Source: an optimization exercise on an open RTL-to-GDS flow (aim: small area and a short achievable clock period). Production flows keep margins and buffers that such runs may drop. Where RTL was checked, it was by simulation tests only, not by an equivalence proof against the original. For runs 3 and 4, only the layout was checked, not whether the RTL still works. Power figures rest on the tool's default switching activity, not on a simulated workload.

## design/flow/standard.sh

```bash
#!/bin/bash
# synth_recipe.tcl (not shown) runs the flow's synth.tcl, then flattens the netlist and writes it again
# the make line also repeats each setting of config.mk as NAME=value (left out here)
make -C /OpenROAD-flow-scripts/flow DESIGN_CONFIG=/design/flow/config.mk WORK_HOME=/design/flow/orfs CLKGATE_MAP_FILE= SYNTH_SCRIPT=/design/flow/synth_recipe.tcl "${@:-finish}"
```

## design/flow/flow/run.sh

```bash
#!/bin/bash
# Standard layout, with the smallest buffer on every input and output port,
# timing repair asked for a setup slack of 49.9 ns, and a clock tree of
# clkbuf_8 buffers without dummy loads.
set -euo pipefail
bash standard.sh BUFFER_PORTS_ARGS="-buffer_cell sky130_fd_sc_hd__buf_1" SETUP_SLACK_MARGIN=49.9 \
  CTS_ARGS="-sink_clustering_enable -repair_clock_nets -buf_list sky130_fd_sc_hd__clkbuf_8 -dont_use_dummy_load" \
  finish > standard.log 2>&1
```

## design/flow/constraint.sdc

```tcl
create_clock -name core_clock -period 70.0 [get_ports {clk}]
set_input_delay 14.0000 -clock core_clock [delete_from_list [all_inputs] [get_ports {clk}]]
set_output_delay 14.0000 -clock core_clock [all_outputs]
set_load 0.01 [all_outputs]
```

## design/flow/design.v

```verilog
module dec_addsub (
    input  wire         clk,
    input  wire         rst,
    input  wire         in_valid,
    input  wire [1:0]   in_op,
    input  wire [127:0] in_a,
    input  wire [127:0] in_b,
    output reg          out_valid,
    output wire [127:0] out_result,
    output wire [1:0]   out_cmp,
    output wire         out_ovf,
    output wire         out_dec_data
);
    localparam ND = 31;
    function valid_operand;
        input [127:0] x;
        integer k;
        begin
            valid_operand = (x[3:0] == 4'hc) || (x[3:0] == 4'hd) || (x[3:0] == 4'hf);
            for (k = 1; k <= ND; k = k + 1)
                if (x[4*k+3] & (x[4*k+2] | x[4*k+1])) valid_operand = 1'b0;
        end
    endfunction
    wire data_err = !valid_operand(in_a) || !valid_operand(in_b);
    wire sa  = (in_a[3:0] == 4'hd);
    wire sb  = (in_b[3:0] == 4'hd);
    wire sub = sa ^ sb ^ (in_op[0] | in_op[1]);
    wire [ND-1:0] g, p;
    wire [3:0]    s0 [0:ND-1];
    genvar k;
    generate
        for (k = 0; k < ND; k = k + 1) begin : dig
            wire [3:0] a = in_a[4*k+4 +: 4];
            wire [3:0] b = in_b[4*k+4 +: 4];
            wire [3:0] bb = {sub ? ~(b[3] | b[2] | b[1]) : b[3],
                             b[2] ^ (sub & b[1]), b[1], b[0] ^ sub};
            wire [4:0] z;
            wire [4:1] cy;
            assign z[0]  = a[0] ^ bb[0];
            assign cy[1] = a[0] & bb[0];
            assign z[1]  = a[1] ^ bb[1] ^ cy[1];
            assign cy[2] = (a[1] & bb[1]) | (a[1] & cy[1]) | (bb[1] & cy[1]);
            assign z[2]  = a[2] ^ bb[2] ^ cy[2];
            assign cy[3] = (a[2] & bb[2]) | (a[2] & cy[2]) | (bb[2] & cy[2]);
            assign z[3]  = a[3] ^ bb[3] ^ cy[3];
            assign cy[4] = (a[3] & bb[3]) | (a[3] & cy[3]) | (bb[3] & cy[3]);
            assign z[4]  = cy[4];
            assign g[k] = z[4] | (z[3] & (z[2] | z[1]));             
            assign p[k] = z[3] & z[0] & !z[2] & !z[1] & !z[4];       
            assign s0[k] = {z[3] ^ (g[k] & (z[2] | z[1])), z[2] ^ (g[k] & !z[1]),
                            z[1] ^ g[k], z[0]};
        end
    endgenerate
    wire [ND-1:0] gp0, pp0;
    wire [ND-1:0] gp1, pp1;
    wire [ND-1:0] gp2, pp2;
    wire [ND-1:0] gp3, pp3;
    wire [ND-1:0] gp4, pp4;
    wire [ND-1:0] gp5, pp5;
    wire [ND-1:0] gp6, pp6;
    assign gp0 = g;
    assign pp0 = p;
    assign gp1[0] = gp0[0];
    assign pp1[0] = pp0[0];
    assign gp1[1] = gp0[1] | (pp0[1] & gp0[0]);
    assign pp1[1] = pp0[1] & pp0[0];
    assign gp1[2] = gp0[2];
    assign pp1[2] = pp0[2];
    assign gp1[3] = gp0[3] | (pp0[3] & gp0[2]);
    assign pp1[3] = pp0[3] & pp0[2];
    assign gp1[4] = gp0[4];
    assign pp1[4] = pp0[4];
    assign gp1[5] = gp0[5] | (pp0[5] & gp0[4]);
    assign pp1[5] = pp0[5] & pp0[4];
    assign gp1[6] = gp0[6];
    assign pp1[6] = pp0[6];
    assign gp1[7] = gp0[7] | (pp0[7] & gp0[6]);
    assign pp1[7] = pp0[7] & pp0[6];
    assign gp1[8] = gp0[8];
    assign pp1[8] = pp0[8];
    assign gp1[9] = gp0[9] | (pp0[9] & gp0[8]);
    assign pp1[9] = pp0[9] & pp0[8];
    assign gp1[10] = gp0[10];
    assign pp1[10] = pp0[10];
    assign gp1[11] = gp0[11] | (pp0[11] & gp0[10]);
    assign pp1[11] = pp0[11] & pp0[10];
    assign gp1[12] = gp0[12];
    assign pp1[12] = pp0[12];
    assign gp1[13] = gp0[13] | (pp0[13] & gp0[12]);
    assign pp1[13] = pp0[13] & pp0[12];
    assign gp1[14] = gp0[14];
    assign pp1[14] = pp0[14];
    assign gp1[15] = gp0[15] | (pp0[15] & gp0[14]);
    assign pp1[15] = pp0[15] & pp0[14];
    assign gp1[16] = gp0[16];
    assign pp1[16] = pp0[16];
    assign gp1[17] = gp0[17] | (pp0[17] & gp0[16]);
    assign pp1[17] = pp0[17] & pp0[16];
    assign gp1[18] = gp0[18];
    assign pp1[18] = pp0[18];
    assign gp1[19] = gp0[19] | (pp0[19] & gp0[18]);
    assign pp1[19] = pp0[19] & pp0[18];
    assign gp1[20] = gp0[20];
    assign pp1[20] = pp0[20];
    assign gp1[21] = gp0[21] | (pp0[21] & gp0[20]);
    assign pp1[21] = pp0[21] & pp0[20];
    assign gp1[22] = gp0[22];
    assign pp1[22] = pp0[22];
    assign gp1[23] = gp0[23] | (pp0[23] & gp0[22]);
    assign pp1[23] = pp0[23] & pp0[22];
    assign gp1[24] = gp0[24];
    assign pp1[24] = pp0[24];
    assign gp1[25] = gp0[25] | (pp0[25] & gp0[24]);
    assign pp1[25] = pp0[25] & pp0[24];
    assign gp1[26] = gp0[26];
    assign pp1[26] = pp0[26];
    assign gp1[27] = gp0[27] | (pp0[27] & gp0[26]);
    assign pp1[27] = pp0[27] & pp0[26];
    assign gp1[28] = gp0[28];
    assign pp1[28] = pp0[28];
    assign gp1[29] = gp0[29] | (pp0[29] & gp0[28]);
    assign pp1[29] = pp0[29] & pp0[28];
    assign gp1[30] = gp0[30];
    assign pp1[30] = pp0[30];
    assign gp2[0] = gp1[0];
    assign pp2[0] = pp1[0];
    assign gp2[1] = gp1[1];
    assign pp2[1] = pp1[1];
    assign gp2[2] = gp1[2];
    assign pp2[2] = pp1[2];
    assign gp2[3] = gp1[3] | (pp1[3] & gp1[1]);
    assign pp2[3] = pp1[3] & pp1[1];
    assign gp2[4] = gp1[4];
    assign pp2[4] = pp1[4];
    assign gp2[5] = gp1[5] | (pp1[5] & gp1[3]);
    assign pp2[5] = pp1[5] & pp1[3];
    assign gp2[6] = gp1[6];
    assign pp2[6] = pp1[6];
    assign gp2[7] = gp1[7] | (pp1[7] & gp1[5]);
    assign pp2[7] = pp1[7] & pp1[5];
    assign gp2[8] = gp1[8];
    assign pp2[8] = pp1[8];
    assign gp2[9] = gp1[9] | (pp1[9] & gp1[7]);
    assign pp2[9] = pp1[9] & pp1[7];
    assign gp2[10] = gp1[10];
    assign pp2[10] = pp1[10];
    assign gp2[11] = gp1[11] | (pp1[11] & gp1[9]);
    assign pp2[11] = pp1[11] & pp1[9];
    assign gp2[12] = gp1[12];
    assign pp2[12] = pp1[12];
    assign gp2[13] = gp1[13] | (pp1[13] & gp1[11]);
    assign pp2[13] = pp1[13] & pp1[11];
    assign gp2[14] = gp1[14];
    assign pp2[14] = pp1[14];
    assign gp2[15] = gp1[15] | (pp1[15] & gp1[13]);
    assign pp2[15] = pp1[15] & pp1[13];
    assign gp2[16] = gp1[16];
    assign pp2[16] = pp1[16];
    assign gp2[17] = gp1[17] | (pp1[17] & gp1[15]);
    assign pp2[17] = pp1[17] & pp1[15];
    assign gp2[18] = gp1[18];
    assign pp2[18] = pp1[18];
    assign gp2[19] = gp1[19] | (pp1[19] & gp1[17]);
    assign pp2[19] = pp1[19] & pp1[17];
    assign gp2[20] = gp1[20];
    assign pp2[20] = pp1[20];
    assign gp2[21] = gp1[21] | (pp1[21] & gp1[19]);
    assign pp2[21] = pp1[21] & pp1[19];
    assign gp2[22] = gp1[22];
    assign pp2[22] = pp1[22];
    assign gp2[23] = gp1[23] | (pp1[23] & gp1[21]);
    assign pp2[23] = pp1[23] & pp1[21];
    assign gp2[24] = gp1[24];
    assign pp2[24] = pp1[24];
    assign gp2[25] = gp1[25] | (pp1[25] & gp1[23]);
    assign pp2[25] = pp1[25] & pp1[23];
    assign gp2[26] = gp1[26];
    assign pp2[26] = pp1[26];
    assign gp2[27] = gp1[27] | (pp1[27] & gp1[25]);
    assign pp2[27] = pp1[27] & pp1[25];
    assign gp2[28] = gp1[28];
    assign pp2[28] = pp1[28];
    assign gp2[29] = gp1[29] | (pp1[29] & gp1[27]);
    assign pp2[29] = pp1[29] & pp1[27];
    assign gp2[30] = gp1[30];
    assign pp2[30] = pp1[30];
    assign gp3[0] = gp2[0];
    assign pp3[0] = pp2[0];
    assign gp3[1] = gp2[1];
    assign pp3[1] = pp2[1];
    assign gp3[2] = gp2[2];
    assign pp3[2] = pp2[2];
    assign gp3[3] = gp2[3];
    assign pp3[3] = pp2[3];
    assign gp3[4] = gp2[4];
    assign pp3[4] = pp2[4];
    assign gp3[5] = gp2[5] | (pp2[5] & gp2[1]);
    assign pp3[5] = pp2[5] & pp2[1];
    assign gp3[6] = gp2[6];
    assign pp3[6] = pp2[6];
    assign gp3[7] = gp2[7] | (pp2[7] & gp2[3]);
    assign pp3[7] = pp2[7] & pp2[3];
    assign gp3[8] = gp2[8];
    assign pp3[8] = pp2[8];
    assign gp3[9] = gp2[9] | (pp2[9] & gp2[5]);
    assign pp3[9] = pp2[9] & pp2[5];
    assign gp3[10] = gp2[10];
    assign pp3[10] = pp2[10];
    assign gp3[11] = gp2[11] | (pp2[11] & gp2[7]);
    assign pp3[11] = pp2[11] & pp2[7];
    assign gp3[12] = gp2[12];
    assign pp3[12] = pp2[12];
    assign gp3[13] = gp2[13] | (pp2[13] & gp2[9]);
    assign pp3[13] = pp2[13] & pp2[9];
    assign gp3[14] = gp2[14];
    assign pp3[14] = pp2[14];
    assign gp3[15] = gp2[15] | (pp2[15] & gp2[11]);
    assign pp3[15] = pp2[15] & pp2[11];
    assign gp3[16] = gp2[16];
    assign pp3[16] = pp2[16];
    assign gp3[17] = gp2[17] | (pp2[17] & gp2[13]);
    assign pp3[17] = pp2[17] & pp2[13];
    assign gp3[18] = gp2[18];
    assign pp3[18] = pp2[18];
    assign gp3[19] = gp2[19] | (pp2[19] & gp2[15]);
    assign pp3[19] = pp2[19] & pp2[15];
    assign gp3[20] = gp2[20];
    assign pp3[20] = pp2[20];
    assign gp3[21] = gp2[21] | (pp2[21] & gp2[17]);
    assign pp3[21] = pp2[21] & pp2[17];
    assign gp3[22] = gp2[22];
    assign pp3[22] = pp2[22];
    assign gp3[23] = gp2[23] | (pp2[23] & gp2[19]);
    assign pp3[23] = pp2[23] & pp2[19];
    assign gp3[24] = gp2[24];
    assign pp3[24] = pp2[24];
    assign gp3[25] = gp2[25] | (pp2[25] & gp2[21]);
    assign pp3[25] = pp2[25] & pp2[21];
    assign gp3[26] = gp2[26];
    assign pp3[26] = pp2[26];
    assign gp3[27] = gp2[27] | (pp2[27] & gp2[23]);
    assign pp3[27] = pp2[27] & pp2[23];
    assign gp3[28] = gp2[28];
    assign pp3[28] = pp2[28];
    assign gp3[29] = gp2[29] | (pp2[29] & gp2[25]);
    assign pp3[29] = pp2[29] & pp2[25];
    assign gp3[30] = gp2[30];
    assign pp3[30] = pp2[30];
    assign gp4[0] = gp3[0];
    assign pp4[0] = pp3[0];
    assign gp4[1] = gp3[1];
    assign pp4[1] = pp3[1];
    assign gp4[2] = gp3[2];
    assign pp4[2] = pp3[2];
    assign gp4[3] = gp3[3];
    assign pp4[3] = pp3[3];
    assign gp4[4] = gp3[4];
    assign pp4[4] = pp3[4];
    assign gp4[5] = gp3[5];
    assign pp4[5] = pp3[5];
    assign gp4[6] = gp3[6];
    assign pp4[6] = pp3[6];
    assign gp4[7] = gp3[7];
    assign pp4[7] = pp3[7];
    assign gp4[8] = gp3[8];
    assign pp4[8] = pp3[8];
    assign gp4[9] = gp3[9] | (pp3[9] & gp3[1]);
    assign pp4[9] = pp3[9] & pp3[1];
    assign gp4[10] = gp3[10];
    assign pp4[10] = pp3[10];
    assign gp4[11] = gp3[11] | (pp3[11] & gp3[3]);
    assign pp4[11] = pp3[11] & pp3[3];
    assign gp4[12] = gp3[12];
    assign pp4[12] = pp3[12];
    assign gp4[13] = gp3[13] | (pp3[13] & gp3[5]);
    assign pp4[13] = pp3[13] & pp3[5];
    assign gp4[14] = gp3[14];
    assign pp4[14] = pp3[14];
    assign gp4[15] = gp3[15] | (pp3[15] & gp3[7]);
    assign pp4[15] = pp3[15] & pp3[7];
    assign gp4[16] = gp3[16];
    assign pp4[16] = pp3[16];
    assign gp4[17] = gp3[17] | (pp3[17] & gp3[9]);
    assign pp4[17] = pp3[17] & pp3[9];
    assign gp4[18] = gp3[18];
    assign pp4[18] = pp3[18];
    assign gp4[19] = gp3[19] | (pp3[19] & gp3[11]);
    assign pp4[19] = pp3[19] & pp3[11];
    assign gp4[20] = gp3[20];
    assign pp4[20] = pp3[20];
    assign gp4[21] = gp3[21] | (pp3[21] & gp3[13]);
    assign pp4[21] = pp3[21] & pp3[13];
    assign gp4[22] = gp3[22];
    assign pp4[22] = pp3[22];
    assign gp4[23] = gp3[23] | (pp3[23] & gp3[15]);
    assign pp4[23] = pp3[23] & pp3[15];
    assign gp4[24] = gp3[24];
    assign pp4[24] = pp3[24];
    assign gp4[25] = gp3[25] | (pp3[25] & gp3[17]);
    assign pp4[25] = pp3[25] & pp3[17];
    assign gp4[26] = gp3[26];
    assign pp4[26] = pp3[26];
    assign gp4[27] = gp3[27] | (pp3[27] & gp3[19]);
    assign pp4[27] = pp3[27] & pp3[19];
    assign gp4[28] = gp3[28];
    assign pp4[28] = pp3[28];
    assign gp4[29] = gp3[29] | (pp3[29] & gp3[21]);
    assign pp4[29] = pp3[29] & pp3[21];
    assign gp4[30] = gp3[30];
    assign pp4[30] = pp3[30];
    assign gp5[0] = gp4[0];
    assign pp5[0] = pp4[0];
    assign gp5[1] = gp4[1];
    assign pp5[1] = pp4[1];
    assign gp5[2] = gp4[2];
    assign pp5[2] = pp4[2];
    assign gp5[3] = gp4[3];
    assign pp5[3] = pp4[3];
    assign gp5[4] = gp4[4];
    assign pp5[4] = pp4[4];
    assign gp5[5] = gp4[5];
    assign pp5[5] = pp4[5];
    assign gp5[6] = gp4[6];
    assign pp5[6] = pp4[6];
    assign gp5[7] = gp4[7];
    assign pp5[7] = pp4[7];
    assign gp5[8] = gp4[8];
    assign pp5[8] = pp4[8];
    assign gp5[9] = gp4[9];
    assign pp5[9] = pp4[9];
    assign gp5[10] = gp4[10];
    assign pp5[10] = pp4[10];
    assign gp5[11] = gp4[11];
    assign pp5[11] = pp4[11];
    assign gp5[12] = gp4[12];
    assign pp5[12] = pp4[12];
    assign gp5[13] = gp4[13];
    assign pp5[13] = pp4[13];
    assign gp5[14] = gp4[14];
    assign pp5[14] = pp4[14];
    assign gp5[15] = gp4[15];
    assign pp5[15] = pp4[15];
    assign gp5[16] = gp4[16];
    assign pp5[16] = pp4[16];
    assign gp5[17] = gp4[17] | (pp4[17] & gp4[1]);
    assign pp5[17] = pp4[17] & pp4[1];
    assign gp5[18] = gp4[18];
    assign pp5[18] = pp4[18];
    assign gp5[19] = gp4[19] | (pp4[19] & gp4[3]);
    assign pp5[19] = pp4[19] & pp4[3];
    assign gp5[20] = gp4[20];
    assign pp5[20] = pp4[20];
    assign gp5[21] = gp4[21] | (pp4[21] & gp4[5]);
    assign pp5[21] = pp4[21] & pp4[5];
    assign gp5[22] = gp4[22];
    assign pp5[22] = pp4[22];
    assign gp5[23] = gp4[23] | (pp4[23] & gp4[7]);
    assign pp5[23] = pp4[23] & pp4[7];
    assign gp5[24] = gp4[24];
    assign pp5[24] = pp4[24];
    assign gp5[25] = gp4[25] | (pp4[25] & gp4[9]);
    assign pp5[25] = pp4[25] & pp4[9];
    assign gp5[26] = gp4[26];
    assign pp5[26] = pp4[26];
    assign gp5[27] = gp4[27] | (pp4[27] & gp4[11]);
    assign pp5[27] = pp4[27] & pp4[11];
    assign gp5[28] = gp4[28];
    assign pp5[28] = pp4[28];
    assign gp5[29] = gp4[29] | (pp4[29] & gp4[13]);
    assign pp5[29] = pp4[29] & pp4[13];
    assign gp5[30] = gp4[30];
    assign pp5[30] = pp4[30];
    assign gp6[0] = gp5[0];
    assign pp6[0] = pp5[0];
    assign gp6[1] = gp5[1];
    assign pp6[1] = pp5[1];
    assign gp6[2] = gp5[2] | (pp5[2] & gp5[1]);
    assign pp6[2] = pp5[2] & pp5[1];
    assign gp6[3] = gp5[3];
    assign pp6[3] = pp5[3];
    assign gp6[4] = gp5[4] | (pp5[4] & gp5[3]);
    assign pp6[4] = pp5[4] & pp5[3];
    assign gp6[5] = gp5[5];
    assign pp6[5] = pp5[5];
    assign gp6[6] = gp5[6] | (pp5[6] & gp5[5]);
    assign pp6[6] = pp5[6] & pp5[5];
    assign gp6[7] = gp5[7];
    assign pp6[7] = pp5[7];
    assign gp6[8] = gp5[8] | (pp5[8] & gp5[7]);
    assign pp6[8] = pp5[8] & pp5[7];
    assign gp6[9] = gp5[9];
    assign pp6[9] = pp5[9];
    assign gp6[10] = gp5[10] | (pp5[10] & gp5[9]);
    assign pp6[10] = pp5[10] & pp5[9];
    assign gp6[11] = gp5[11];
    assign pp6[11] = pp5[11];
    assign gp6[12] = gp5[12] | (pp5[12] & gp5[11]);
    assign pp6[12] = pp5[12] & pp5[11];
    assign gp6[13] = gp5[13];
    assign pp6[13] = pp5[13];
    assign gp6[14] = gp5[14] | (pp5[14] & gp5[13]);
    assign pp6[14] = pp5[14] & pp5[13];
    assign gp6[15] = gp5[15];
    assign pp6[15] = pp5[15];
    assign gp6[16] = gp5[16] | (pp5[16] & gp5[15]);
    assign pp6[16] = pp5[16] & pp5[15];
    assign gp6[17] = gp5[17];
    assign pp6[17] = pp5[17];
    assign gp6[18] = gp5[18] | (pp5[18] & gp5[17]);
    assign pp6[18] = pp5[18] & pp5[17];
    assign gp6[19] = gp5[19];
    assign pp6[19] = pp5[19];
    assign gp6[20] = gp5[20] | (pp5[20] & gp5[19]);
    assign pp6[20] = pp5[20] & pp5[19];
    assign gp6[21] = gp5[21];
    assign pp6[21] = pp5[21];
    assign gp6[22] = gp5[22] | (pp5[22] & gp5[21]);
    assign pp6[22] = pp5[22] & pp5[21];
    assign gp6[23] = gp5[23];
    assign pp6[23] = pp5[23];
    assign gp6[24] = gp5[24] | (pp5[24] & gp5[23]);
    assign pp6[24] = pp5[24] & pp5[23];
    assign gp6[25] = gp5[25];
    assign pp6[25] = pp5[25];
    assign gp6[26] = gp5[26] | (pp5[26] & gp5[25]);
    assign pp6[26] = pp5[26] & pp5[25];
    assign gp6[27] = gp5[27];
    assign pp6[27] = pp5[27];
    assign gp6[28] = gp5[28] | (pp5[28] & gp5[27]);
    assign pp6[28] = pp5[28] & pp5[27];
    assign gp6[29] = gp5[29];
    assign pp6[29] = pp5[29];
    assign gp6[30] = gp5[30] | (pp5[30] & gp5[29]);
    assign pp6[30] = pp5[30] & pp5[29];
    wire [ND-1:0] G = gp6;
    wire [ND-1:0] P = pp6;
    wire cout = G[ND-1];
    wire cin  = sub & cout;            
    wire [ND-1:0] c = {G[ND-2:0] | (P[ND-2:0] & {(ND-1){cin}}), cin};
    function [3:0] inc_digit;
        input [3:0] d;
        input ci;
        begin
            inc_digit[0] = d[0] ^ ci;
            inc_digit[1] = d[1] ^ (ci & d[0] & !d[3]);
            inc_digit[2] = d[2] ^ (ci & d[0] & d[1]);
            inc_digit[3] = d[3] ^ (ci & d[0] & (d[3] | (d[2] & d[1])));
        end
    endfunction
    reg [123:0] r_dig;
    reg         r_inv, r_neg, r_ovf, r_eq, r_dd;
    integer n;
    always @(posedge clk) begin
        for (n = 0; n < ND; n = n + 1)
            r_dig[4*n +: 4] <= inc_digit(s0[n], c[n]);
        r_inv <= sub & !cout;
        r_neg <= (sa ^ (sub & !cout)) & !(sub & P[ND-1]);
        r_eq  <= sub & P[ND-1];        
        r_ovf <= !sub & cout;
        r_dd  <= data_err;
    end
    always @(posedge clk)
        out_valid <= in_valid & !rst;
    function [3:0] nine_comp;
        input [3:0] d;
        input inv;
        begin
            nine_comp[0] = d[0] ^ inv;
            nine_comp[1] = d[1];
            nine_comp[2] = d[2] ^ (inv & d[1]);
            nine_comp[3] = inv ? !(d[3] | d[2] | d[1]) : d[3];
        end
    endfunction
    reg [123:0] mag;
    reg         all0;
    always @* begin
        all0 = 1'b1;
        for (n = 0; n < ND; n = n + 1) begin
            mag[4*n +: 4] = nine_comp(r_dig[4*n +: 4], r_inv);
            if (r_dig[4*n +: 4] != 4'd0) all0 = 1'b0;
        end
    end
    wire zero    = r_eq | (!r_inv & all0);
    wire nonzero = !zero | r_ovf;
    assign out_result   = {mag, 3'b110, r_neg & !zero};
    assign out_ovf      = r_ovf;
    assign out_cmp      = {r_neg & nonzero, nonzero};
    assign out_dec_data = r_dd;
endmodule
```

## design/flow/config.mk

```make
export PLATFORM = sky130hd
export DESIGN_NAME = dec_addsub
export DESIGN_NICKNAME = dec_addsub
export VERILOG_FILES = /design/flow/design.v
export SDC_FILE = /design/flow/constraint.sdc
export NUM_CORES = 4
export LEC_CHECK = 0
export ABC_CLOCK_PERIOD_IN_PS = 55000
export CAP_MARGIN = 20
export CORE_MARGIN = 2
export CORE_UTILIZATION = 40
export SLEW_MARGIN = 20
```

==> results of run 1 <==
-- power by group through the flow --
stage | combinational, mW | sequential (mW) | clock (mW)
final | 0.324 | 0.144 | 0.0504
after global routing | 0.359 | 0.149 | 0.0544
after CTS | 0.325 | 0.144 | 0.0515
after detailed placement | 0.322 | 0.146 | 0
after global placement | 0.319 | 0.146 | 0
after floorplan | 0.237 | 0.134 | 0
-- path summary, 6_finish.rpt --
check | start | end | slack, ps | cells after the start
worst min-delay path | rst | out_valid | 13690 | 2
worst max-delay path | in_op[1] | r_dig[22] | 50270 | 24
-- layout by cell type, fill, tap and decap left out, types with 5 or more instances in the layout --
cell      instances
a31oi_1           5
nand3_1          13
ha_1             93
a21o_1           70
and2_1            5
nor3b_1          29
xor2_1           93
nor3_1           42
nor2b_1           7
nor2_1          123
clkbuf_8         17
or2_2             6
dfxtp_1         129
xnor2_1         124
o21ai_1          11
nor4_1           55
buf_1           390
nand2_1         112
or2_1             8
inv_1            53
a21oi_1          43
mux2_2           31
o21ai_0          79
nand4_1          38
fa_1             93
nand2b_1         45
o21bai_1          5
-- layer usage --
layer / up-vias / track usage, %
li1: 5712 / -
met1: 5449 / 32.3
met2: 360 / 43.6
met3: 43 / 4.39
met4: 2 / 6.61
met5: - / 0
-- kinds of logic after synthesis --
kind of cell | Yosys count | share of synthesized area (%)
simple gates | 512 | 20.8
compound gates | 250 | 12.5
xor+xnor | 220 | 15.2
fa+ha+maj | 186 | 23.8
flops | 130 | 20.5
buf+inv | 112 | 4.34
mux | 32 | 2.82
other cells | 2 | 0.0591
-- repair_timing --
action | CTS | global route
gates resized for setup | 4 | 7
setup buffers | 0 | 0
endpoints found under the setup margin | 47 | 44
-- registers in the layout, summed over array words and instances (netlist names) --
| signal | count |
|---|---|
| r_neg | 1 |
| out_valid | 1 |
| r_ovf | 1 |
| r_inv | 1 |
| r_dig | 124 |
| r_dd | 1 |
| r_eq | 1 |
-- cell type report --
cell class,count,share of cell area (%)
Antenna cell,2,0.0341
Multi-Input combinational cell,1203,65.4
Tap cell,402,3.43
Clock buffer,17,1.59
Sequential cell,130,17.7
Inverter,54,1.38
Timing Repair Buffer,395,10.4
-- through the flow --
step / hold WS (ps) / util, %
after floorplan: 14070 / -
after global placement: 14150 / 45.8
after detailed placement: 14160 / 45.8
after CTS: 13660 / 46.6
after global routing: 13680 / 46.8
final: 13690 / 46.8
-- synth_stat cells, types with 4 or more instances --
master    instances
a21o_1           70
a21oi_1          43
a31o_2            4
a31oi_1           5
and2_1            5
and3_1            4
buf_1             4
buf_4            35
clkbuf_1         19
dfxtp_1         130
fa_1             93
ha_1             93
inv_1            53
mux2_2           31
nand2_1         112
nand2b_1         45
nand3_1          13
nand4_1          38
nor2_1          123
nor2b_1           7
nor3_1           43
nor3b_1          29
nor4_1           55
o21a_1            4
o21ai_0          79
o21ai_1          11
o21bai_1          5
or2_1             8
or2_2             6
or4_1             4
xnor2_1         126
xor2_1           94
==> flow_metrics.py, run 1 <==
metrics = {
    "power": {
        "power_mw": 0.519,
        "power_switching_mw": 0.249,
        "power.density_nw_per_um2": 35.3,
        "p_leak_nw": 6.01,
        "clock_power_share_pct": 9.7,
        "pwr-share-comb_pct": 62.4,
        "vdd_ir_drop_max_uv": 14.3,
        "intPower_mw": 0.270,
        "pwr-share-seq_pct": 27.8,
        "swShare_pct": 48.0,
    },
    "logic_synthesis": {
        "syn_area_per_cell_um2": 8.81,
        "yosysTopAreaCellShare_pct": 20.5,
        "synthTopCellsByArea": "dfxtp_1 (20%), fa_1 (15%), ha_1 (9.2%), xnor2_1 (8.7%), xor2_1 (6.5%)",
        "syn-instance-count": 1444,
        "yosysSeqAreaShare_pct": 20.5,
        "synth_edf_count": 0,
        "syn_area_um2": 12700,
        "yosysTopAreaCell": "dfxtp_1",
        "ys_ff_latch": 130,
        "yosysWarnings": 1,
        "yosysUniqueCellTypes": 69,
        "synthFlopType": "dfxtp_1",
        "synthArstFlopShare_pct": 0,
    },
    "worst_setup_path": {
        "critical_path.top_delay_family": "adder cells",
        "crit_chain": "buf_1 -> nor2_1 -> xor2_2 -> xnor2_2 -> buf_12 -> buf_12 -> xnor2_1 -> ha_1 -> fa_1 -> fa_1 -> fa_1 -> nor3_1 -> and4b_1 -> nand4_1 -> nor3_4 -> nand4b_1 -> o21a_1 -> o21ai_1 -> a21o_1 -> nand2b_1 -> o21ai_1 -> ha_1 -> nand2b_1 -> xor2_1",
        "cp.buffers_inverters": 3,
        "cp_data_required_time_ps": 70320,
        "worstSetupStartpointType": "input port",
        "cpMostUsedCell": "fa_1",
        "crit_path_end_kind": "register",
        "slowest_stage": "o21ai_1",
        "slowest_delay_ps": 600,
        "path_class": "input port to register",
        "cp.arrival_ps": 20050,
        "path_max_fanout": 38,
    },
    "routing": {
        "via_per_inst": 5.25,
        "top_layer_used": "met5",
        "antenna_left": 0,
        "drtIter0Drc": 501,
        "dr.pass1.iters": 5,
        "wl_met3_mm": 2.29,
        "met1Wirelength_mm": 18.7,
        "totalWireLength_mm": 42.1,
        "num_vias": 11600,
        "wl_per_cell_um": 19.1,
        "drcViolationCount": 0,
        "wl_met2_mm": 20.4,
    },
    "layout": {
        "multi_input_area_um2": 9610,
        "syn2layout_area_growth_pct": 15.5,
        "design_area_um2": 14700,
        "fin_cells": 2203,
        "final_net_count": 2248,
        "seq_area_um2": 2610,
        "fill_cells": 3168,
        "drive_above_1_share_pct": 4.61,
    },
    "placement": {
        "dp_hpwl_mm": 36.3,
        "dp_slack_ps": 49070,
        "place_inst": 2184,
        "gp_congestion": 0.923,
        "post_dp_cell_area_um2": 14400,
        "port_buffers": 390,
    },
    "clock_network": {
        "ctsHoldBuffers": 0,
        "numCtsBuffers": 17,
        "cts_tree": "yes",
        "cts_root_buf": "clkbuf_8",
        "clkSinkCount": 130,
        "cts_buffer_depth": 2,
        "clkTransAtPathRegs_ps": 90,
        "h-tree-depth": 4,
    },
    "floorplan": {
        "die-area_um2": 33200,
        "die_w_um": 182,
        "ios": 394,
        "num_rows": 65,
        "initial_core_util_pct": 40.5,
        "coreArea_um2": 31400,
        "die_h_um": 182,
    },
    "timing": {
        "finalSetupViolCount": 0,
        "final.setup.worst_slack_ps": 50270,
        "clock.fmax_ghz": 0.0507,
        "slew_headroom_pct": 43.3,
        "rsz0062_at_grt": "no",
        "min_period_ps": 19730,
        "report.final.hold_viol_count": 0,
        "final.period_utilization_pct": 28.2,
        "worst_pin_slew_ps": 844,
        "setup_tns_ps": 0,
        "drv_slew": 0,
    },
    "run": {
        "maxCapViolCount": 0,
    },
    "global_routing": {
        "grt_first_pass_wirelength_mm": 63.0,
        "grt_util_all_layers_pct": 25.2,
        "grt_max_degree": 49,
        "grt_pass1_vias": 11200,
        "gr-total-overflow": 0,
        "antenna_found_initial": 2,
    },
    "outcome": {
        "status": "timing/DRC/antenna clean",
    },
    "hold_path": {
        "hold_class": "input port to register",
    },
}
==> inputs of run 2 (changes only) <==
==> design/flow/flow/run.sh (replaced) <==
#!/bin/bash
# Standard layout, with the smallest buffer on every input and output port,
# timing repair asked for a setup slack of 50.0 ns, and a clock tree of
# clkbuf_4 and clkbuf_8 buffers without dummy loads.
set -euo pipefail
bash standard.sh BUFFER_PORTS_ARGS="-buffer_cell sky130_fd_sc_hd__buf_1" SETUP_SLACK_MARGIN=50.0 \
  CTS_ARGS="-sink_clustering_enable -repair_clock_nets -buf_list {sky130_fd_sc_hd__clkbuf_4 sky130_fd_sc_hd__clkbuf_8} -dont_use_dummy_load" \
  finish > standard.log 2>&1
==> flow_metrics.py, run 2 <==
metrics = {
    "clock_network": {
        "cts_buffer_depth": 2,
        "h-tree-depth": 4,
        "ctsHoldBuffers": 0,
        "cts_tree": "yes",
        "clkSinkCount": 130,
        "clkTransAtPathRegs_ps": 90,
        "cts_root_buf": "clkbuf_8",
        "numCtsBuffers": 17,
    },
    "logic_synthesis": {
        "synthFlopType": "dfxtp_1",
        "yosysTopAreaCellShare_pct": 20.5,
        "yosysTopAreaCell": "dfxtp_1",
        "synth.most_common_cell": "dfxtp_1",
        "synth_edf_count": 0,
        "yosysSeqAreaShare_pct": 20.5,
        "synth_xor_xnor_area_share_pct": 15.2,
        "synth_top_family_by_area": "adder cells",
        "yosysWarnings": 1,
        "syn_area_per_cell_um2": 8.81,
        "yosysUniqueCellTypes": 69,
        "synthArstFlopShare_pct": 0,
        "synthTopCellsByArea": "dfxtp_1 (20%), fa_1 (15%), ha_1 (9.2%), xnor2_1 (8.7%), xor2_1 (6.5%)",
        "ys_ff_latch": 130,
        "synth-compound-area-share_pct": 12.5,
        "syn_area_um2": 12700,
        "yosys.area_share.simple_pct": 20.8,
        "synth_common_cells": "dfxtp_1 (130), xnor2_1 (126), nor2_1 (123)",
        "synthMuxAreaShare_pct": 2.82,
        "synthAdderAreaFrac_pct": 23.8,
        "syn-instance-count": 1444,
    },
    "layout": {
        "final_cell_mix": "buf_1 (390), dfxtp_1 (129), xnor2_1 (124), nor2_1 (123), nand2_1 (112)",
        "multi_input_area_um2": 9620,
        "syn2layout_area_growth_pct": 15.9,
        "fin_cells": 2204,
        "mostFrequentLayoutCell": "buf_1",
        "largest_register_ff_count": 124,
        "seq_area_um2": 2610,
        "drive_above_1_share_pct": 4.78,
        "fill_cells": 3164,
        "regMostFlops": "r_dig",
        "final_net_count": 2250,
    },
    "routing": {
        "drtIter0Drc": 503,
        "totalWireLength_mm": 42.6,
        "dr.pass1.iters": 5,
        "num_vias": 11600,
        "drcViolationCount": 0,
        "via_per_inst": 5.27,
        "wl_per_cell_um": 19.3,
        "antenna_left": 0,
    },
    "timing": {
        "finalSetupViolCount": 0,
        "rsz0062_at_grt": "yes",
        "min_period_ps": 19570,
        "setup_tns_ps": 0,
        "whs_ps": 13690,
        "drv_slew": 0,
        "slew_headroom_pct": 43.4,
        "clock.fmax_ghz": 0.0511,
        "report.final.hold_viol_count": 0,
        "final.setup.worst_slack_ps": 50430,
        "final.period_utilization_pct": 28.0,
        "worst_pin_slew_ps": 840,
    },
    "global_routing": {
        "grt_pass1_vias": 11200,
        "grt_max_degree": 49,
        "grt_util_all_layers_pct": 25.2,
        "gr-total-overflow": 0,
        "antenna_found_initial": 2,
        "grt_first_pass_wirelength_mm": 63.0,
    },
    "worst_setup_path": {
        "path_class": "input port to register",
        "worstSetupStartpointType": "input port",
        "crit_path_end_kind": "register",
        "path_max_fanout": 36,
        "timing.critical_path.from": "in_b[1]",
        "cp.arrival_ps": 19870,
        "cp_data_required_time_ps": 70310,
    },
    "placement": {
        "dp_slack_ps": 49070,
        "gp_congestion": 0.923,
        "port_buffers": 390,
        "place_inst": 2184,
        "dp_hpwl_mm": 36.3,
    },
    "power": {
        "vdd_ir_drop_max_uv": 14.3,
        "power.density_nw_per_um2": 35.3,
        "p_leak_nw": 6.04,
    },
    "floorplan": {
        "ios": 394,
        "initial_core_util_pct": 40.5,
        "die-area_um2": 33200,
        "coreArea_um2": 31400,
        "num_rows": 65,
        "die_w_um": 182,
        "die_h_um": 182,
    },
    "hold_path": {
        "hold_class": "input port to register",
        "hp-start": "rst",
    },
    "outcome": {
        "status": "timing/DRC/antenna clean",
    },
    "run": {
        "maxCapViolCount": 0,
    },
}
==> run 2: final cells by class <==
class,count,share of cell area [%]
Timing Repair Buffer,397,10.6
Clock buffer,17,1.59
Multi-Input combinational cell,1203,65.3
Tap cell,402,3.41
Antenna cell,1,0.0170
Inverter,54,1.38
Sequential cell,130,17.7
==> run 2: critical path: stages <==
cell and delay (ps):
buf_1 80, inv_2 50, nand4_1 140, xor2_2 320, xnor2_2 180, buf_12 270, buf_16 230, xnor2_1 110
ha_1 200, fa_1 390, fa_1 420, fa_1 480, nor3_1 270, and4b_1 220, nand4_1 160, nor3_4 280
nand4b_1 250, nand2b_4 250, a31oi_4 330, a21oi_1 170, nor2_1 130, nor2_1 110, o31ai_1 310, ha_1 240
nand2b_1 90, xor2_1 160
==> run 2: repair_timing <==
item / 4_1_cts / 5_1_grt
buffers inserted: 0 / 1
endpoints found under the setup margin: 70 / 60
gates cloned: 0 / 1
resized for setup: 4 / 10
pin swaps: 0 / 2
==> run 2: path summary, 6_finish.rpt <==
check | cells after the start | slack (ps) | endpoint
max | 26 | 50430 | r_dig[78]
min | 2 | 13690 | out_valid
==> run 2: cell families (layout without fill, tap and decap cells) <==
| kind of cell | after synthesis | after routing |
|---|---|---|
| AND/OR/NAND/NOR | 512 | 512 |
| AO/OA/AOI/OAI | 250 | 250 |
| XOR/XNOR | 220 | 220 |
| adder cells (fa/ha/maj) | 186 | 186 |
| flip-flops | 130 | 130 |
| buffers and inverters | 112 | 468 |
| multiplexers | 32 | 32 |
| other | 2 | 4 |
==> run 2: per-stage QoR <==
step	instance area, µm²	util (%)	power, mW
final	14700	46.9	0.521
after global routing	14700	46.9	0.563
after CTS	14600	46.6	0.521
after detailed placement	14400	45.8	0.468
after global placement	14400	45.8	0.464
after floorplan	12700	-	0.371
==> run 2: power by group <==
part,internal [mW],total (mW),switching [mW]
clock,0.0214,0.0505,0.0291
sequential,0.114,0.145,0.0306
combinational,0.135,0.325,0.190
total,0.270,0.521,0.250
==> run 2: metal layers <==
| layer | global-route usage, % | part of all wire (%) | vias to the layer above |
|---|---|---|---|
| met1 | 32.3 | 44 | 5489 |
| met4 | 6.61 | 1.7 | 2 |
| met3 | 4.39 | 5.4 | 44 |
| met2 | 43.6 | 48 | 369 |
| li1 | - | - | 5705 |
| met5 | 0 | 0.031 | - |
==> inputs of run 3 (changes only) <==
--- a/design/flow/design.v
+++ b/design/flow/design.v
@@ -447,42 +447,32 @@
             inc_digit[3] = d[3] ^ (ci & d[0] & (d[3] | (d[2] & d[1])));
         end
     endfunction
+    function [3:0] nine_comp;
+        input [3:0] d;
+        input iv;
+        begin
+            nine_comp[0] = d[0] ^ iv;
+            nine_comp[1] = d[1];
+            nine_comp[2] = d[2] ^ (iv & d[1]);
+            nine_comp[3] = iv ? !(d[3] | d[2] | d[1]) : d[3];
+        end
+    endfunction
+    wire inv = sub & !cout;            
     reg [123:0] r_dig;
-    reg         r_inv, r_neg, r_ovf, r_eq, r_dd;
+    reg         r_neg, r_ovf, r_dd;
     integer n;
     always @(posedge clk) begin
         for (n = 0; n < ND; n = n + 1)
-            r_dig[4*n +: 4] <= inc_digit(s0[n], c[n]);
-        r_inv <= sub & !cout;
-        r_neg <= (sa ^ (sub & !cout)) & !(sub & P[ND-1]);
-        r_eq  <= sub & P[ND-1];        
+            r_dig[4*n +: 4] <= nine_comp(inc_digit(s0[n], c[n]), inv);
+        r_neg <= sa ^ inv;
         r_ovf <= !sub & cout;
         r_dd  <= data_err;
     end
     always @(posedge clk)
         out_valid <= in_valid & !rst;
-    function [3:0] nine_comp;
-        input [3:0] d;
-        input inv;
-        begin
-            nine_comp[0] = d[0] ^ inv;
-            nine_comp[1] = d[1];
-            nine_comp[2] = d[2] ^ (inv & d[1]);
-            nine_comp[3] = inv ? !(d[3] | d[2] | d[1]) : d[3];
-        end
-    endfunction
-    reg [123:0] mag;
-    reg         all0;
-    always @* begin
-        all0 = 1'b1;
-        for (n = 0; n < ND; n = n + 1) begin
-            mag[4*n +: 4] = nine_comp(r_dig[4*n +: 4], r_inv);
-            if (r_dig[4*n +: 4] != 4'd0) all0 = 1'b0;
-        end
-    end
-    wire zero    = r_eq | (!r_inv & all0);
+    wire zero    = (r_dig == 124'd0);
     wire nonzero = !zero | r_ovf;
-    assign out_result   = {mag, 3'b110, r_neg & !zero};
+    assign out_result   = {r_dig, 3'b110, r_neg & !zero};
     assign out_ovf      = r_ovf;
     assign out_cmp      = {r_neg & nonzero, nonzero};
     assign out_dec_data = r_dd;
==> design/flow/flow/run.sh (replaced) <==
#!/bin/bash
# Standard layout, with the smallest buffer on every input and output port,
# timing repair asked for a setup slack of 50.0 ns, and a clock tree of
# clkbuf_8 buffers without dummy loads.
set -euo pipefail
bash standard.sh BUFFER_PORTS_ARGS="-buffer_cell sky130_fd_sc_hd__buf_1" SETUP_SLACK_MARGIN=50.0 \
  CTS_ARGS="-sink_clustering_enable -repair_clock_nets -buf_list sky130_fd_sc_hd__clkbuf_8 -dont_use_dummy_load" \
  finish > standard.log 2>&1
==> flow_metrics.py, run 3 <==
metrics = {
    "outcome": {
        "status": "timing/DRC/antenna clean",
    },
    "timing": {
        "report.final.hold_viol_count": 0,
        "finalSetupViolCount": 0,
        "clock.fmax_ghz": 0.0506,
        "drv_slew": 0,
        "min_period_ps": 19780,
        "setup_tns_ps": 0,
        "slew_headroom_pct": 25.8,
        "final.setup.worst_slack_ps": 50220,
        "worst_pin_slew_ps": 1100,
        "final.period_utilization_pct": 28.3,
        "rsz0062_at_grt": "yes",
    },
    "hold_path": {
        "holdPathEnd": "out_valid",
        "holdPathStages": 2,
        "hp-start": "rst",
        "hold_class": "input port to register",
    },
    "clock_network": {
        "cts_tree": "yes",
        "cts_root_buf": "clkbuf_8",
        "clkSinkCount": 128,
        "ctsHoldBuffers": 0,
        "numCtsBuffers": 17,
        "cts_buffer_depth": 2,
        "h-tree-depth": 4,
        "clkTransAtPathRegs_ps": 80,
    },
    "global_routing": {
        "antenna_found_initial": 1,
        "grt_first_pass_wirelength_mm": 67.3,
        "gr-total-overflow": 0,
        "grt_util_all_layers_pct": 26.3,
        "met3_usage_pct": 4.35,
        "grt_max_degree": 83,
        "grt_pass1_vias": 12000,
        "use_met1_pct": 35.0,
        "grt_use_met2_pct": 43.9,
        "busiest_layer": "met2",
    },
    "logic_synthesis": {
        "synthFlopType": "dfxtp_1",
        "ys_ff_latch": 128,
        "syn_area_per_cell_um2": 8.81,
        "synthTopCellsByArea": "dfxtp_1 (20%), fa_1 (14%), xnor2_1 (9.5%), ha_1 (8.8%), o21ai_0 (5.6%)",
        "yosysUniqueCellTypes": 75,
        "yosysWarnings": 1,
        "synthArstFlopShare_pct": 0,
        "yosysTopAreaCell": "dfxtp_1",
        "syn-instance-count": 1479,
        "syn_area_um2": 13000,
        "synth_common_cells": "o21ai_0 (147), xnor2_1 (141), dfxtp_1 (128)",
        "synth.most_common_cell": "o21ai_0",
        "yosysTopAreaCellShare_pct": 19.7,
        "synth_edf_count": 0,
        "yosysSeqAreaShare_pct": 19.7,
    },
    "layout": {
        "final_net_count": 2319,
        "syn2layout_area_growth_pct": 19.4,
        "final_cell_mix": "buf_1 (390), o21ai_0 (145), xnor2_1 (139), dfxtp_1 (128), fa_1 (93)",
        "regMostFlops": "r_dig",
        "mostFrequentLayoutCell": "buf_1",
        "fin_util_pct": 48.2,
        "fin_cells": 2313,
        "largest_register_ff_count": 124,
        "drive_above_1_share_pct": 5.99,
        "diodes": 0,
        "design_area_um2": 15600,
    },
    "routing": {
        "drtIter0Drc": 549,
        "dr.pass1.iters": 5,
        "via_per_inst": 5.44,
        "drcViolationCount": 0,
        "wl_per_cell_um": 19.7,
        "num_vias": 12600,
        "antenna_left": 0,
        "totalWireLength_mm": 45.7,
    },
    "power": {
        "vdd_ir_drop_max_uv": 15.4,
        "power.density_nw_per_um2": 34.2,
        "p_leak_nw": 5.95,
    },
    "placement": {
        "place_inst": 2281,
        "post_dp_cell_area_um2": 14900,
        "port_buffers": 390,
        "dp_slack_ps": 48350,
        "dp_hpwl_mm": 37.3,
        "gp_congestion": 0.905,
    },
    "worst_setup_path": {
        "cp.buffers_inverters": 5,
        "slowest_delay_ps": 550,
        "slowest_stage": "or4_1",
        "critical_path.top_delay_family": "simple AND/OR/NAND/NOR gates",
        "cpMostUsedCell": "fa_1",
        "crit_path_end_kind": "register",
        "worstSetupStartpointType": "input port",
        "cp_data_required_time_ps": 70350,
        "cp.arrival_ps": 20130,
        "path_class": "input port to register",
        "path_max_fanout": 8,
    },
    "floorplan": {
        "ios": 394,
        "die-area_um2": 34000,
        "initial_core_util_pct": 40.4,
        "coreArea_um2": 32300,
        "die_w_um": 184,
        "die_h_um": 184,
        "num_rows": 66,
    },
    "run": {
        "maxCapViolCount": 0,
    },
}
## run 3: logic make-up (layout without fill, tap and decap cells)
kind of cell	Yosys count	in the layout	synth area share, %
adder cells (fa/ha/maj)	185	185	23.1
multiplexers	2	2	0.163
XOR/XNOR	243	243	17.7
AND/OR/NAND/NOR	497	497	20.9
flip-flops	128	128	19.7
buffers and inverters	102	492	3.81
other	2	3	0.0576
AO/OA/AOI/OAI	320	321	14.6
## run 3: where the power goes
| part | internal, mW | switching (mW) | total [mW] |
|---|---|---|---|
| sequential | 0.112 | 0.0264 | 0.138 |
| clock | 0.0214 | 0.0276 | 0.0490 |
| combinational | 0.143 | 0.202 | 0.345 |
| total | 0.276 | 0.256 | 0.532 |
## run 3: worst max-delay path by stage
stage,slack (ps),depth (start not counted),endpoint,from
floorplan,50020,23,r_dig[54],in_b[1]
global placement,48540,21,r_dig[10],in_b[1]
detailed placement,48350,21,r_dig[14],in_b[1]
CTS,50010,26,r_dig[71],in_b[1]
global route,49930,25,r_dig[15],in_b[1]
finish,50220,27,r_dig[55],in_b[1]
## run 3: through the flow
stage	total power, mW	hold slack [ps]
floorplan	0.376	14070
global placement	0.466	14150
detailed placement	0.470	14160
CTS	0.527	13680
global route	0.577	13700
finish	0.532	13710
## run 3: timing repair
item                       in CTS  in global routing
setup endpoints to repair     121                 65
pin swaps                       2                  4
buffers inserted                1                  9
gates resized for setup        21                 29
gates cloned                    3                  2
## run 3: final cells by class
class	instances	area (µm²)
multi-input cells	1251	10200
well taps	442	553
clock buffers	17	234
repair buffers	408	1750
flip-flops and latches	128	2560
fillers	3197	16700
inverters	67	251
## run 3: layer usage
metal / share of wire, % / vias to the layer above
met5: 0.026 / -
met4: 2.3 / 2
met3: 6.3 / 47
met2: 48 / 438
met1: 44 / 6036
li1: - / 6049
==> inputs of run 4 (changes only) <==
--- a/design/flow/design.v
+++ b/design/flow/design.v
@@ -25,8 +25,7 @@
     wire sa  = (in_a[3:0] == 4'hd);
     wire sb  = (in_b[3:0] == 4'hd);
     wire sub = sa ^ sb ^ (in_op[0] | in_op[1]);
-    wire [ND-1:0] g, p;
-    wire [3:0]    s0 [0:ND-1];
+    wire [4:0] z [0:ND-1];
     genvar k;
     generate
         for (k = 0; k < ND; k = k + 1) begin : dig
@@ -34,21 +33,45 @@
             wire [3:0] b = in_b[4*k+4 +: 4];
             wire [3:0] bb = {sub ? ~(b[3] | b[2] | b[1]) : b[3],
                              b[2] ^ (sub & b[1]), b[1], b[0] ^ sub};
-            wire [4:0] z;
             wire [4:1] cy;
-            assign z[0]  = a[0] ^ bb[0];
-            assign cy[1] = a[0] & bb[0];
-            assign z[1]  = a[1] ^ bb[1] ^ cy[1];
-            assign cy[2] = (a[1] & bb[1]) | (a[1] & cy[1]) | (bb[1] & cy[1]);
-            assign z[2]  = a[2] ^ bb[2] ^ cy[2];
-            assign cy[3] = (a[2] & bb[2]) | (a[2] & cy[2]) | (bb[2] & cy[2]);
-            assign z[3]  = a[3] ^ bb[3] ^ cy[3];
-            assign cy[4] = (a[3] & bb[3]) | (a[3] & cy[3]) | (bb[3] & cy[3]);
-            assign z[4]  = cy[4];
-            assign g[k] = z[4] | (z[3] & (z[2] | z[1]));             
-            assign p[k] = z[3] & z[0] & !z[2] & !z[1] & !z[4];       
-            assign s0[k] = {z[3] ^ (g[k] & (z[2] | z[1])), z[2] ^ (g[k] & !z[1]),
-                            z[1] ^ g[k], z[0]};
+            assign z[k][0] = a[0] ^ bb[0];
+            assign cy[1]   = a[0] & bb[0];
+            assign z[k][1] = a[1] ^ bb[1] ^ cy[1];
+            assign cy[2]   = (a[1] & bb[1]) | (a[1] & cy[1]) | (bb[1] & cy[1]);
+            assign z[k][2] = a[2] ^ bb[2] ^ cy[2];
+            assign cy[3]   = (a[2] & bb[2]) | (a[2] & cy[2]) | (bb[2] & cy[2]);
+            assign z[k][3] = a[3] ^ bb[3] ^ cy[3];
+            assign z[k][4] = (a[3] & bb[3]) | (a[3] & cy[3]) | (bb[3] & cy[3]);
+        end
+    endgenerate
+    function r_gn;
+        input [4:0] y;
+        r_gn = y[4] | (y[3] & (y[2] | y[1]));
+    endfunction
+    reg [3:0] r_s [0:ND-1];
+    reg [ND-1:0] r_g;
+    reg       r_sub, r_sa, r_dd;
+    integer n;
+    always @(posedge clk) begin
+        for (n = 0; n < ND; n = n + 1)
+        begin
+            r_g[n] <= z[n][4] | (z[n][3] & (z[n][2] | z[n][1]));     
+            r_s[n] <= {z[n][3] ^ (r_gn(z[n]) & (z[n][2] | z[n][1])),
+                       z[n][2] ^ (r_gn(z[n]) & !z[n][1]), z[n][1] ^ r_gn(z[n]), z[n][0]};
+        end
+        r_sub <= sub;
+        r_sa  <= sa;
+        r_dd  <= data_err;
+    end
+    always @(posedge clk)
+        out_valid <= in_valid & !rst;
+    wire [ND-1:0] g = r_g;
+    wire [ND-1:0] p;
+    wire [3:0]    s0 [0:ND-1];
+    generate
+        for (k = 0; k < ND; k = k + 1) begin : gpd
+            assign s0[k] = r_s[k];
+            assign p[k]  = r_s[k][3] & r_s[k][0];                   
         end
     endgenerate
     wire [ND-1:0] gp0, pp0;
@@ -435,8 +458,9 @@
     wire [ND-1:0] G = gp6;
     wire [ND-1:0] P = pp6;
     wire cout = G[ND-1];
-    wire cin  = sub & cout;            
+    wire cin  = r_sub & cout;          
     wire [ND-1:0] c = {G[ND-2:0] | (P[ND-2:0] & {(ND-1){cin}}), cin};
+    wire inv  = r_sub & !cout;         
     function [3:0] inc_digit;
         input [3:0] d;
         input ci;
@@ -457,23 +481,21 @@
             nine_comp[3] = iv ? !(d[3] | d[2] | d[1]) : d[3];
         end
     endfunction
-    wire inv = sub & !cout;            
-    reg [123:0] r_dig;
-    reg         r_neg, r_ovf, r_dd;
-    integer n;
-    always @(posedge clk) begin
-        for (n = 0; n < ND; n = n + 1)
-            r_dig[4*n +: 4] <= nine_comp(inc_digit(s0[n], c[n]), inv);
-        r_neg <= sa ^ inv;
-        r_ovf <= !sub & cout;
-        r_dd  <= data_err;
+    reg [123:0] mag;
+    reg         sum0;
+    always @* begin
+        sum0 = 1'b1;
+        for (n = 0; n < ND; n = n + 1) begin
+            mag[4*n +: 4] = nine_comp(inc_digit(s0[n], c[n]), inv);
+            if (!(c[n] ? (s0[n][3] & s0[n][0]) : (s0[n] == 4'd0))) sum0 = 1'b0;
+        end
     end
-    always @(posedge clk)
-        out_valid <= in_valid & !rst;
-    wire zero    = (r_dig == 124'd0);
-    wire nonzero = !zero | r_ovf;
-    assign out_result   = {r_dig, 3'b110, r_neg & !zero};
-    assign out_ovf      = r_ovf;
-    assign out_cmp      = {r_neg & nonzero, nonzero};
+    wire zero    = r_sub ? P[ND-1] : sum0;
+    wire ovf     = !r_sub & cout;
+    wire neg     = r_sa ^ inv;
+    wire nonzero = !zero | ovf;
+    assign out_result   = {mag, 3'b110, neg & !zero};
+    assign out_ovf      = ovf;
+    assign out_cmp      = {neg & nonzero, nonzero};
     assign out_dec_data = r_dd;
 endmodule
==> design/flow/flow/run.sh (replaced) <==
#!/bin/bash
# Standard layout, with the smallest buffer on every input and output port.
set -euo pipefail
bash standard.sh BUFFER_PORTS_ARGS="-buffer_cell sky130_fd_sc_hd__buf_1" finish > standard.log 2>&1
==> flow_metrics.py, run 4 <==
metrics = {
    "floorplan": {
        "num_rows": 68,
        "coreArea_um2": 34600,
        "die_h_um": 192,
        "die-area_um2": 36700,
        "die_w_um": 192,
        "initial_core_util_pct": 40.7,
        "ios": 394,
    },
    "logic_synthesis": {
        "synthArstFlopShare_pct": 0,
        "ys_ff_latch": 159,
        "synth.most_common_cell": "o21ai_0",
        "synth_common_cells": "o21ai_0 (191), dfxtp_1 (159), xnor2_1 (156)",
        "yosysSeqAreaShare_pct": 22.6,
        "synthFlopType": "dfxtp_1",
        "yosysUniqueCellTypes": 67,
        "syn_area_um2": 14100,
        "yosysTopAreaCellShare_pct": 22.6,
        "yosysTopAreaCell": "dfxtp_1",
        "yosysWarnings": 2,
        "synthTopCellsByArea": "dfxtp_1 (23%), fa_1 (13%), xnor2_1 (9.7%), ha_1 (8.2%), o21ai_0 (6.8%)",
        "syn-instance-count": 1631,
        "synth_edf_count": 0,
        "syn_area_per_cell_um2": 8.64,
    },
    "worst_setup_path": {
        "slowest_delay_ps": 640,
        "slowest_stage": "and2_2",
        "worstSetupStartpointType": "register",
        "path_class": "register to primary output",
        "crit_chain": "a31oi_1 -> a211oi_1 -> a21boi_1 -> o31ai_1 -> nor2_1 -> nor2_1 -> nor2_1 -> and2_2 -> buf_4 -> a22oi_1 -> xnor2_1 -> buf_1",
        "cpMostUsedCell": "nor2_1",
        "crit_path_end_kind": "primary output",
        "path_max_fanout": 51,
        "cp.arrival_ps": 5250,
        "cp_data_required_time_ps": 56000,
    },
    "global_routing": {
        "grt_max_degree": 57,
        "antenna_found_initial": 0,
        "gr-total-overflow": 0,
        "grt_util_all_layers_pct": 26.4,
        "grt_first_pass_wirelength_mm": 73.1,
        "grt_pass1_vias": 13100,
    },
    "power": {
        "power_switching_mw": 0.309,
        "power.density_nw_per_um2": 38.1,
        "pwr-share-seq_pct": 27.8,
        "intPower_mw": 0.323,
        "pwr-share-comb_pct": 57.3,
        "swShare_pct": 48.9,
        "vdd_ir_drop_max_uv": 19.6,
        "p_leak_nw": 6.44,
        "clock_power_share_pct": 14.9,
    },
    "hold_path": {
        "hold_class": "input port to register",
        "holdPathStages": 2,
    },
    "timing": {
        "final.period_utilization_pct": 27.5,
        "min_period_ps": 19250,
        "drv_slew": 0,
        "clock.fmax_ghz": 0.0520,
        "final.setup.worst_slack_ps": 50750,
        "finalSetupViolCount": 0,
        "setup_tns_ps": 0,
        "worst_pin_slew_ps": 1240,
        "slew_headroom_pct": 16.4,
        "report.final.hold_viol_count": 0,
        "rsz0062_at_grt": "no",
    },
    "layout": {
        "final_cell_mix": "buf_1 (390), o21ai_0 (191), dfxtp_1 (159), xnor2_1 (156), nand2_1 (118)",
        "seq_area_um2": 3180,
        "multi_input_area_um2": 10500,
        "mostFrequentLayoutCell": "buf_1",
        "diodes": 0,
        "final_net_count": 2447,
        "largest_register_ff_count": 124,
        "fill_cells": 3438,
        "regMostFlops": "r_s",
        "drive_above_1_share_pct": 2.88,
        "reg_top3": "r_s (124), r_g (31)",
        "syn2layout_area_growth_pct": 17.7,
    },
    "placement": {
        "port_buffers": 390,
        "dp_hpwl_mm": 41.3,
        "gp_congestion": 0.965,
        "dp_slack_ps": 51290,
    },
    "clock_network": {
        "cts_tree": "yes",
        "cts_setup_buffers": 0,
        "clkSinkCount": 159,
        "numCtsBuffers": 17,
        "cts_resized": 0,
        "ctsHoldBuffers": 0,
        "cts_buffer_depth": 2,
        "clkTransAtPathRegs_ps": 70,
        "h-tree-depth": 4,
        "cts_root_buf": "clkbuf_16",
    },
    "routing": {
        "wl_per_cell_um": 19.9,
        "antenna_left": 0,
        "dr.pass1.iters": 6,
        "num_vias": 13800,
        "drcViolationCount": 0,
        "totalWireLength_mm": 49.2,
        "drtIter0Drc": 838,
        "via_per_inst": 5.59,
    },
    "outcome": {
        "status": "timing/DRC/antenna clean",
    },
    "run": {
        "maxCapViolCount": 0,
    },
}
[run 4: changes by cell type in the layout (fill, tap and decap cells not counted), sizes merged, moves of 27 or more]
cell    delta
xor2      -41
nor2b     +39
o21ai     +39
nor3      -36
or4       +35
dfxtp     +31
nand2     +30
nand2b    +27
nand3     -27
[run 4: stage by stage]
| stage | util, % | power [mW] | instance area [µm²] | hold slack (ps) | instances |
|---|---|---|---|---|---|
| finish | 47.9 | 0.631 | 16600 | 13710 | 2469 |
| global route | 47.9 | 0.682 | 16600 | 13710 | 2469 |
| CTS | 47.9 | 0.633 | 16600 | 13690 | 2469 |
| detailed placement | 46.2 | 0.536 | 16000 | 14160 | 2437 |
| global placement | 46.2 | 0.531 | 16000 | 14150 | 2437 |
| floorplan | - | 0.405 | 14100 | 14070 | 1632 |
[run 4: worst max-delay path: cells and delay by family, from the launching register on]
| family | cells | cell delay [ps] |
|---|---|---|
| buf+inv | 2 | 780 |
| xor+xnor | 1 | 290 |
| simple gates | 4 | 1330 |
| compound gates | 5 | 1950 |
| flops | 1 | 400 |
[run 4: metal layers]
metal	track usage [%]	wire length [µm]	up-vias
li1	-	-	6653
met1	35.0	21800	6603
met2	45.0	23500	491
met3	3.33	2870	50
met4	7.28	1060	0
met5	0	0	-
[run 4: path summary, 6_finish.rpt]
kind	startpoint	end	slack, ps
worst max-delay path	r_s[1][3]	out_result[46]	50750
worst min-delay path	rst	out_valid	13710
[run 4: cell type report]
| type | count | share of cell area, % |
|---|---|---|
| Timing Repair Buffer | 396 | 9.10 |
| Tap cell | 455 | 3.43 |
| Multi-Input combinational cell | 1352 | 63.1 |
| Inverter | 75 | 1.70 |
| Clock inverter | 13 | 0.777 |
| Sequential cell | 159 | 19.2 |
| Clock buffer | 19 | 2.73 |
[run 4: cell families after synthesis]
kind of cell	count (synthesis)	synth area share, %
simple gates	509	19.3
mux	12	0.870
xor+xnor	216	13.4
other cells	2	0.0533
fa+ha+maj	185	21.4
flops	159	22.6
buf+inv	121	3.43
compound gates	427	18.9
[run 4: power by group through the flow]
stage,Clock [mW],Sequential (mW),Combinational [mW]
2_1_floorplan,0,0.158,0.247
3_3_place_gp,0,0.175,0.357
3_5_place_dp,0,0.175,0.361
4_1_cts,0.0957,0.174,0.364
5_1_grt,0.0993,0.181,0.401
6_report,0.0941,0.176,0.361

## what the ideal ports hide
How much do the figures lean on ideal ports? The routed layouts below were timed once more, with nothing changed but the port constraints. Step 1 sets driving cells, clkbuf_16 on the clock port and buf_2 on the other inputs (assumed; they add their load-dependent delay and slew). Step 2 times the ports against the registers' clock, not the clock port: input delays grow and output delays shrink by t, the midpoint of the rising clock arrivals with the driver on. Three values: no drivers, after step 1, after step 2; two values: the first two.
| run | t, ns | slack for setup (ns) | worst hold slack (ns) |
|---|---|---|---|
| run 1 | 0.482 | 50.275 / 50.304 / 49.822 | 13.690 / 13.663 / 14.145 |
| run 2 | 0.485 | 50.433 / 50.461 / 49.976 | 13.687 / 13.661 / 14.146 |
| run 3 | 0.478 | 50.223 / 50.254 / 49.777 | 13.714 / 13.684 / 14.162 |
| run 4 | 0.486 | 50.752 / 50.699 / 51.185 | 13.706 / 13.675 / 14.161 |
After both steps every run listed still meets setup and hold. The setup slack of run 2, which loses most, moves by +0.028 ns with the drivers and by -0.457 ns with both steps.
